Background: an optimization exercise with open tools, aiming at small area, a short achievable clock period and few clock cycles. Do not read the settings as production practice. RTL that was checked went through simulation tests only; none was proved equivalent to the original.

Setup of the previous run:
## kk7_combiner
module kk7_combiner (
    input  wire         clk,
    input  wire         rst,
    input  wire         in_valid,
    output wire         in_ready,
    input  wire [31:0]  in_y,        
    input  wire         in_acc,      
    input  wire         in_ofmt,     
    input  wire         in_align,    
    input  wire         in_nan,      
    input  wire [199:0] in_s,        
    input  wire [63:0]  in_code,     
    input  wire [79:0]  in_ea,       
    output wire         out_valid,
    input  wire         out_ready,
    output wire [31:0]  out_y,
    output wire         out_ovf      
);
    integer i;
    reg        busy;        
    reg  [7:1] rem_q;       
    reg        kill;        
    wire [7:1] rem = kill ? 7'd0 : rem_q;
    reg        rdy;         
    reg  [1:0] pend;        
    wire codes_equal = (in_code[15:8]  == in_code[7:0]) && (in_code[23:16] == in_code[7:0]) &&
                       (in_code[31:24] == in_code[7:0]) && (in_code[39:32] == in_code[7:0]) &&
                       (in_code[47:40] == in_code[7:0]) && (in_code[55:48] == in_code[7:0]) &&
                       (in_code[63:56] == in_code[7:0]);
    wire in_fused = in_align && codes_equal && (in_code[7:0] != 8'h00) && (in_code[7:0] != 8'hFF);
    reg  any_ff;
    reg  [7:1] act;
    always @* begin
        any_ff = in_nan;
        for (i = 0; i < 8; i = i + 1)
            any_ff = any_ff | (in_code[8*i +: 8] == 8'hFF);
        for (i = 1; i < 8; i = i + 1)
            act[i] = (in_code[8*i +: 8] != 8'h00) && (in_s[25*i +: 25] != 25'd0);
    end
    wire [7:1] rem_low  = rem & ~(rem - 7'd1);    
    wire [7:1] rem_rest = rem & (rem - 7'd1);
    wire       rem_many = (rem_rest != 7'd0);
    wire first  = !busy && in_valid;
    wire accept = busy && rdy;                     
    wire fetch  = first || (busy && (rem_many || rdy));
    wire [7:0] sel = busy ? {rem_low, 1'b0} : 8'd1;    
    wire       j_real = first || (rem != 7'd0);    
    wire       deliver = out_valid && out_ready;
    wire [7:1] rem_nx  = first ? act :
  ...
Size: roughly 250 flip-flops, ~30000 sq um of cells after synthesis.
==> flow/config.mk <==
export PLATFORM = sky130hd
export DESIGN_NAME = kk7_combiner
export DESIGN_NICKNAME = kk7_combiner
export VERILOG_FILES = /design/flow/design.v
export SDC_FILE = /design/flow/constraint.sdc
export NUM_CORES = 4
export LEC_CHECK = 0
export ABC_AREA = 1
export CAP_MARGIN = 20
export CORE_MARGIN = 2
export CORE_UTILIZATION = 40
export SLEW_MARGIN = 20
==> flow/constraint.sdc <==
create_clock -name core_clock -period 38.0 [get_ports {clk}]
set_input_delay 7.6000 -clock core_clock [delete_from_list [all_inputs] [get_ports {clk}]]
set_output_delay 7.6000 -clock core_clock [all_outputs]
set_load 0.01 [all_outputs]
standard.sh (not shown) runs the stock make flow with config.mk's settings and CLKGATE_MAP_FILE= SYNTH_SCRIPT=/design/flow/synth_recipe.tcl, a recipe that flattens the netlist after the stock synthesis.
==> flow/flow/run.sh <==
#!/bin/bash
# Standard layout, with timing repair asked to aim well below the clock period.
bash standard.sh SETUP_SLACK_MARGIN=27.5 finish > standard.log 2>&1
The previous run went all the way through synthesis, placement and routing and the layout is clean on timing, DRC and antenna.
#### Input delta (the current run over the previous run)
==> flow/flow/run.sh <==
#!/bin/bash
# Standard layout: every port buffered with buf_1, and timing repair asked to
# aim well below the clock period.
bash standard.sh SETUP_SLACK_MARGIN=27.5 "BUFFER_PORTS_ARGS=-buffer_cell sky130_fd_sc_hd__buf_1" finish > standard.log 2>&1
==> comparison <==
Compared to the previous run, the current run shows a wider setup margin.
Wire length: the previous run and the current run compared, lower one is the current run
The current run: achievable clock frequency is 0.31% higher than what the previous run reported.
No functional check of the RTL was part of any run of this note.

* * *

build 66:
kk7_combiner, a different RTL version from the one above (not shown whole).
Size in the first run: roughly 5000 cells after synthesis, about 240 flip-flops, roughly 420 I/O pins.
// kk7_combiner
module kk7_combiner (
    input  wire         clk,
    input  wire         rst,
    input  wire         in_valid,
    output wire         in_ready,
    input  wire [31:0]  in_y,        
    input  wire         in_acc,      
    input  wire         in_ofmt,     
    input  wire         in_align,    
    input  wire         in_nan,      
    input  wire [199:0] in_s,        
    input  wire [63:0]  in_code,     
    input  wire [79:0]  in_ea,       
    output wire         out_valid,
    input  wire         out_ready,
    output wire [31:0]  out_y,
    output wire         out_ovf      
);
==> flow/config.mk <==
export PLATFORM = sky130hd
export DESIGN_NAME = kk7_combiner
export DESIGN_NICKNAME = kk7_combiner
export VERILOG_FILES = /design/flow/design.v
export SDC_FILE = /design/flow/constraint.sdc
export NUM_CORES = 4
export LEC_CHECK = 0
export ABC_AREA = 1
export CAP_MARGIN = 20
export CORE_MARGIN = 2
export CORE_UTILIZATION = 40
export CTS_BUF_LIST = sky130_fd_sc_hd__clkbuf_4 sky130_fd_sc_hd__clkbuf_8
export SLEW_MARGIN = 20
==> flow/constraint.sdc <==
create_clock -name core_clock -period 38.0 [get_ports {clk}]
set_input_delay 7.6000 -clock core_clock [delete_from_list [all_inputs] [get_ports {clk}]]
set_output_delay 7.6000 -clock core_clock [all_outputs]
set_load 0.01 [all_outputs]
==> flow/flow/run.sh <==
#!/bin/bash
# Standard layout: every port buffered with buf_1, and timing repair asked to
# aim well below the clock period.
bash standard.sh SETUP_SLACK_MARGIN=27.5 "BUFFER_PORTS_ARGS=-buffer_cell sky130_fd_sc_hd__buf_1" finish > standard.log 2>&1
Testbench counts of build 66, summed over its fixed seeds: cycles 32,572.
Edits applied to the flow inputs when going from build 66 to build 32:
- CORE_UTILIZATION now 55, was 40
- CTS_BUF_LIST no longer set, was sky130_fd_sc_hd__clkbuf_4 sky130_fd_sc_hd__clkbuf_8
Notes after the runs:
Status: area used by multi-input combinational logic parity (build 32, build 66)
Clock latency on the worst-skew pair in build 32 vs build 66: down 80 ps
Sequential share of layout area (higher): build 32
Build 32 falls short of build 66 in peak clock frequency supported by timing.
Build 32 does better than build 66 on die area.
Cell area after synthesis: build 32 vs build 66, no meaningful difference
Setup changes, build 32 to build 91
- CORE_UTILIZATION: 55 -> 40
- TNS_END_PERCENT: unset -> 20
### Flow results
Build 91 -> build 32: sequential cell count delta 0, exact match
Wire length on met1, build 91 and build 32, lower one = build 32.
Diff build 32 -> build 91 | final non-filler cell total | up by a few percent
Non-clock buffer count (build 91 vs. build 32) increases slightly
Setup changes, build 91 to build 25
- a deleted TNS_END_PERCENT that had been 20
==> flow/flow/run.sh <==
#!/bin/bash
# Standard layout, with timing repair asked to aim well below the clock period.
bash standard.sh SETUP_SLACK_MARGIN=28.5 finish > standard.log 2>&1
==> run summary <==
- Any difference in flip-flop and latch area between build 25 and build 91 is small enough to ignore.
- Compare build 91 and build 25 | global-route usage higher: build 25

* * *

kk7_combiner again, from the RTL that the note above started with.
clock: 38.0 ns
lec_check: 0
abc_area: 1
cap_margin: 20
core_margin: 2
core_utilization: 40
slew_margin: 20
==> flow/flow/run.sh <==
#!/bin/bash
# Standard layout: every port buffered with buf_1, and timing repair asked to
# aim well below the clock period.
bash standard.sh SETUP_SLACK_MARGIN=28 "BUFFER_PORTS_ARGS=-buffer_cell sky130_fd_sc_hd__buf_1" finish > standard.log 2>&1
The baseline went through all stages and came out clean.
Testbench counts at the start, summed over its fixed seeds: cycles 32,572.
Next try:
==> flow/flow/run.sh (replaced) <==
#!/bin/bash
# Standard layout: every port buffered with buf_1, and timing repair asked to
# aim well below the clock period.
bash standard.sh SETUP_SLACK_MARGIN=27 "BUFFER_PORTS_ARGS=-buffer_cell sky130_fd_sc_hd__buf_1" finish > standard.log 2>&1
Result:
- The changed run completed with no timing, DRC or antenna violations
- clock-buffer cell count stays the same
- synthesized area does not change
Next try:
==> flow/flow/run.sh (replaced) <==
#!/bin/bash
# Standard layout: every port buffered with buf_1, and timing repair asked to
# aim well below the clock period.
bash standard.sh SETUP_SLACK_MARGIN=27.5 "BUFFER_PORTS_ARGS=-buffer_cell sky130_fd_sc_hd__buf_1" finish > standard.log 2>&1
- ABC_AREA: 1 -> not set
After rerunning: The changed run completed without violations. First-iteration DRC count rises by 57%. Final area increases by 22%.
Next try:
- ABC_AREA: not set -> 1
The new run produced a clean layout.
Wire length went down by 18%.
Via count fell by 12%.
Die area fell by 10%.

* * *

The RTL this note starts from:
==> flow/design.v <==
module kk7_comb_add (
    input  wire [31:0] y,
    input  wire        skip,
    input  wire        us,
    input  wire [8:0]  ueb,
    input  wire [27:0] um,
    output wire [31:0] r
);
    wire        ys   = y[31];
    wire [7:0]  yf   = y[30:23];
    wire        y_sp = &yf;                         
    wire        y_nan = y_sp && (y[22:0] != 23'd0);
    wire [8:0]  yeb  = {1'b0, yf[7:1], yf[0] | (yf == 8'd0)};
    wire [27:0] ym   = {(yf != 8'd0), y[22:0], 4'b0000};
    wire        tbig = {ueb, um} >= {yeb, ym};
    wire [9:0]  d1   = {1'b0, ueb} - {1'b0, yeb};
    wire [9:0]  d2   = {1'b0, yeb} - {1'b0, ueb};
    wire [9:0]  dab  = d1[9] ? d2 : d1;
    wire [4:0]  sh   = (dab[9:5] != 5'd0) ? 5'd31 : dab[4:0];
    wire [27:0] m_big   = tbig ? um : ym;
    wire [27:0] m_small = tbig ? ym : um;
    wire [8:0]  e_big   = tbig ? ueb : yeb;
    wire        s_big   = tbig ? us : ys;
    wire        eff_sub = us ^ ys;
    wire [30:0] sm_sh = {m_small, 3'b000} >> sh;
    reg  [27:0] lowmask;
    integer i;
    always @* begin
        for (i = 0; i < 28; i = i + 1)
            lowmask[i] = ({27'd0, sh} >= i + 3);
    end
    wire        jam     = |(m_small & lowmask);
    wire [31:0] big_w   = {1'b0, m_big, 3'b000};
    wire [31:0] small_w = {1'b0, sm_sh[30:1], jam};
    wire [32:0] sum_c   = {big_w, 1'b1} + {small_w ^ {32{eff_sub}}, eff_sub};
    wire [31:0] sum     = sum_c[32:1];
    reg  [31:0] lim;
    always @* begin
        for (i = 0; i < 32; i = i + 1)
            lim[i] = (e_big == 9'd31 - i);
    end
    wire [31:0] sum_l = sum | lim;
    reg  [4:0]  lz;
    always @* begin
        lz = 5'd0;
        for (i = 0; i < 32; i = i + 1)
            if (sum_l[i]) lz = 5'd31 - i[4:0];
    end
    wire [31:0] nrm  = sum << lz;
    wire [23:0] mant = nrm[31:8];
    wire        rbit = nrm[7];
    wire        sbit = |nrm[6:0];
    wire        inc  = rbit & (sbit | mant[0]);
    wire [9:0]  fld0 = {1'b0, e_big} - {5'd0, lz} + {9'd0, mant[23]};
    wire [32:0] pk   = {fld0, mant[22:0]} + {32'd0, inc};
    wire        ovf  = (pk[32:23] >= 10'd255);
    assign r = skip          ? y :
               y_nan         ? 32'h7FC0_0000 :
               y_sp          ? y :
               (sum == 32'd0) ? 32'h0000_0000 :
               ovf           ? {s_big, 8'hFF, 23'd0} :
                               {s_big, pk[30:0]};
endmodule
module kk7_combiner (
    input  wire         clk,
    input  wire         rst,
    input  wire         in_valid,
    output wire         in_ready,
    input  wire [31:0]  in_y,        
    input  wire         in_acc,      
    input  wire         in_ofmt,     
    input  wire         in_align,    
    input  wire         in_nan,      
    input  wire [199:0] in_s,        
    input  wire [63:0]  in_code,     
    input  wire [79:0]  in_ea,       
    output wire         out_valid,
    input  wire         out_ready,
    output wire [31:0]  out_y,
    output wire         out_ovf      
);
    integer i;
    reg        busy;        
    reg  [7:1] rem;         
    reg        rdy;         
    reg  [1:0] pend;        
    wire codes_equal = (in_code[15:8]  == in_code[7:0]) && (in_code[23:16] == in_code[7:0]) &&
                       (in_code[31:24] == in_code[7:0]) && (in_code[39:32] == in_code[7:0]) &&
                       (in_code[47:40] == in_code[7:0]) && (in_code[55:48] == in_code[7:0]) &&
                       (in_code[63:56] == in_code[7:0]);
    wire in_fused = in_align && codes_equal && (in_code[7:0] != 8'h00) && (in_code[7:0] != 8'hFF);
    reg  any_ff;
    reg  [7:1] act;
    always @* begin
        any_ff = in_nan;
        for (i = 0; i < 8; i = i + 1)
            any_ff = any_ff | (in_code[8*i +: 8] == 8'hFF);
        for (i = 1; i < 8; i = i + 1)
            act[i] = (in_code[8*i +: 8] != 8'h00) && (in_s[25*i +: 25] != 25'd0);
    end
    wire [7:1] rem_low  = rem & ~(rem - 7'd1);    
    wire [7:1] rem_rest = rem & (rem - 7'd1);
    wire       rem_many = (rem_rest != 7'd0);
    wire first  = !busy && in_valid;
    wire accept = busy && rdy;                     
    wire fetch  = first || (busy && (rem_many || rdy));
    wire [7:0] sel = busy ? {rem_low, 1'b0} : 8'd1;    
    wire       j_real = first || (rem != 7'd0);    
    wire       deliver = out_valid && out_ready;
    wire [7:1] rem_nx  = first ? (any_ff ? 7'd0 : act) :
                         (busy && rem_many) ? rem_rest :
                         accept ? 7'd0 : rem;
    wire       busy_nx = first || (busy && !accept);
    wire [1:0] pend_nx = pend + {1'b0, accept} - {1'b0, deliver};
    reg        fused_q;     
    always @(posedge clk) begin
        if (rst) begin
            busy <= 1'b0;
            rem  <= 7'd0;
            rdy  <= 1'b0;
            pend <= 2'd0;
        end else begin
            busy <= busy_nx;
            rem  <= rem_nx;
            rdy  <= busy && busy_nx && ((rem_nx & (rem_nx - 7'd1)) == 7'd0) && !pend_nx[1];
            pend <= pend_nx;
        end
        if (first) fused_q <= in_fused;
    end
    assign in_ready = rdy;
    reg [24:0] s_sel;
    reg [7:0]  code_sel;
    reg [9:0]  ea_sel;
    always @* begin
        s_sel = 25'd0; code_sel = 8'd0; ea_sel = 10'd0;
        for (i = 0; i < 8; i = i + 1) begin
            s_sel    = s_sel    | (in_s[25*i +: 25] & {25{sel[i]}});
            code_sel = code_sel | (in_code[8*i +: 8] & {8{sel[i]}});
            ea_sel   = ea_sel   | (in_ea[10*i +: 10] & {10{sel[i]}});
        end
    end
    reg        t_v, t_first, t_last, t_real, t_fused, t_ofmt, t_nan;
    reg [24:0] t_s;
    reg [7:0]  t_code;
    reg [9:0]  t_ea;
    always @(posedge clk) begin
        if (rst) begin
            t_v <= 1'b0; t_first <= 1'b0; t_last <= 1'b0;
        end else begin
            t_v     <= fetch;
            t_first <= first;
            t_last  <= accept;
        end
        t_real  <= fetch && j_real;
        t_fused <= first ? in_fused : fused_q;
        t_ofmt  <= in_ofmt;
        t_nan   <= any_ff;
        t_s     <= s_sel;
        t_code  <= code_sel;
        t_ea    <= ea_sel;
    end
    reg  [27:0] acc;        
    reg  [10:0] x0;         
    wire signed [10:0] x_j = $signed({3'b000, t_code}) - 11'sd127 + $signed({t_ea[9], t_ea});
    wire [27:0] s_ext   = t_real ? {{3{t_s[24]}}, t_s} : 28'd0;
    wire [27:0] acc_nx  = (t_first ? 28'd0 : acc) + s_ext;
    wire [27:0] val     = t_fused ? acc_nx : s_ext;
    wire signed [10:0] x = (t_fused && !t_first) ? x0 : x_j;
    wire        emit    = t_v && (t_fused ? t_last : (t_real && t_code != 8'h00));
    always @(posedge clk) begin
        acc <= acc_nx;
        if (t_first) x0 <= x_j;
    end
    wire        p_sign = val[27];
    wire [27:0] p_mag  = p_sign ? -val : val;
    reg  [4:0]  p_lz;
    always @* begin
        p_lz = 5'd0;
        for (i = 0; i < 28; i = i + 1)
            if (p_mag[i]) p_lz = 5'd27 - i[4:0];
    end
    wire [27:0] p_nm  = p_mag << p_lz;
    wire signed [12:0] p_eb = $signed({{2{x[10]}}, x}) + 13'sd154 - $signed({8'd0, p_lz});
    wire        p_low = (p_eb < 13'sd1);
    wire signed [12:0] p_rs = 13'sd1 - p_eb;
    wire [4:0]  p_rsh = (p_rs > 13'sd31) ? 5'd31 : p_rs[4:0];
    reg  [27:0] p_jm;
    always @* begin
        for (i = 0; i < 28; i = i + 1)
            p_jm[i] = ({27'd0, p_rsh} > i);
    end
    wire [27:0] p_dn  = (p_nm >> p_rsh) | {27'd0, |(p_nm & p_jm)};
    wire [27:0] p_m   = p_low ? p_dn : p_nm;
    wire [8:0]  p_e   = p_low ? 9'd1 : (p_eb > 13'sd256) ? 9'd256 : p_eb[8:0];
    reg        u_skip, u_last, u_sign, u_ofmt, u_nan;
    reg [8:0]  u_eb;
    reg [27:0] u_m;
    always @(posedge clk) begin
        if (rst) begin
            u_skip <= 1'b1; u_last <= 1'b0;
        end else begin
            u_skip <= !emit || (val == 28'd0);
            u_last <= t_v && t_last;
        end
        u_sign <= p_sign;
        u_eb   <= p_e;
        u_m    <= p_m;
        u_ofmt <= t_ofmt;
        u_nan  <= t_nan;
    end
    reg  [31:0] y;
    wire [31:0] y_nx;
    kk7_comb_add u_add (
        .y    (y),
        .skip (u_skip),
        .us   (u_sign),
        .ueb  (u_eb),
        .um   (u_m),
        .r    (y_nx)
    );
    reg        r_v, r_ofmt, r_nan;
    reg [31:0] r_y;
    reg        o_v, o_ovf;
    reg [31:0] o_y;
    wire       o_free = !o_v || out_ready;
    always @(posedge clk) begin
        if (t_v && t_first)
            y <= in_acc ? in_y : 32'h0000_0000;
        else
            y <= y_nx;
        if (rst) begin
            r_v <= 1'b0;
            o_v <= 1'b0;
        end else begin
            r_v <= u_last || (r_v && !o_free);
            o_v <= r_v || (o_v && !out_ready);
        end
        if (u_last) begin
            r_y    <= y_nx;
            r_ofmt <= u_ofmt;
            r_nan  <= u_nan;
        end
        if (r_v && o_free) begin
            o_y   <= res;
            o_ovf <= ovf;
        end
    end
    wire        y_is_nan = (r_y[30:23] == 8'hFF) && (r_y[22:0] != 23'd0);
    wire [15:0] bf_rnd   = r_y[31:16] + {15'd0, r_y[15] & ((|r_y[14:0]) | r_y[16])};
    wire [15:0] bf       = y_is_nan ? 16'h7FC0 : bf_rnd;
    wire [31:0] res      = r_nan  ? (r_ofmt ? 32'h0000_7FC0 : 32'h7FC0_0000) :
                           r_ofmt ? {16'h0000, bf} : r_y;
    wire        ovf      = r_ofmt ? (res[14:0] == 15'h7F80) : (res[30:0] == 31'h7F80_0000);
    assign out_valid = o_v;
    assign out_y     = o_y;
    assign out_ovf   = o_ovf;
endmodule
clock: 38.0 ns
lec_check: 0
abc_area: 1
cap_margin: 20
core_margin: 2
core_utilization: 65
gpl_timing_driven: 1
place_density: 0.75
slew_margin: 20
run.sh (not shown) runs the stock make flow with config.mk's settings and CLKGATE_MAP_FILE= SYNTH_SCRIPT=/design/flow/synth_recipe.tcl, a recipe that flattens the netlist after the stock synthesis.
Stock flow here: none of the scripts above is used.
Edit:
Settings changed: CAP_MARGIN 20 to 60, CORE_UTILIZATION 65 to 40, GPL_TIMING_DRIVEN 1 to default, PLACE_DENSITY 0.75 to default, SLEW_MARGIN 20 to 80.
Effect:
- utilization decreases by 23 points
- fmax increases by 4.7%
- clock skew decreases by 6.8 ps
- worst setup slack is better by 630 ps
No functional check of the RTL was part of any run of this note.

static timing again, ports no longer ideal:
In the flow no input, the clock included, has a driving cell. The finished layouts below were timed again as built, in two steps.
Step 1: set_driving_cell puts a clkbuf_16 on clk and a buf_2 on each other input, an assumption about the parent block.
Step 2 moves the port delays by t, midway between the first and last clock arrival at a register: inputs arrive t later, outputs are due t later. That takes back most of the time a late clock gives input paths.
Slacks: ideal / step 1 / step 2; pairs: ideal / step 1.
run	shift t [ns]	slack for setup (ns)	slew at the worst register clock pin (ns)	worst slew at a driven data input, ns	pins driven straight from the clock port
the previous run	0.609	27.576 / 27.576 / 27.576	0.07 / 0.07	0.25	1
the current run	0.630	27.608 / 27.608 / 27.608	0.08 / 0.08	0.25	1
build 66	0.675	28.078 / 28.078 / 27.786	0.08 / 0.08	0.16	1
build 32	0.607	27.874 / 27.874 / 27.874	0.07 / 0.07	0.13	1
build 91	0.635	28.084 / 28.084 / 27.781	0.07 / 0.07	0.16	1
build 25	0.619	28.193 / 28.193 / 28.037	0.07 / 0.07	0.16	1
the first run of note 3	0.631	28.166 / 28.166 / 27.839	0.07 / 0.07	0.16	1
the second run of note 3	0.632	27.747 / 27.747 / 27.747	0.07 / 0.07	0.16	1
the third run of note 3	0.649	27.221 / 27.221 / 27.221	0.07 / 0.07	0.13	1
the fourth run of note 3	0.632	28.091 / 28.091 / 27.785	0.07 / 0.07	0.16	1
the first run of note 4	0.638	23.875 / 23.875 / 23.875	0.08 / 0.08	0.30	1
the second run of note 4	0.622	24.506 / 24.506 / 24.506	0.06 / 0.06	0.18	1
After both steps setup and hold are still met in every run listed. For the first run of note 3, which loses most, drivers alone change the setup slack by 0.000 ns; drivers and shift together by -0.327 ns.
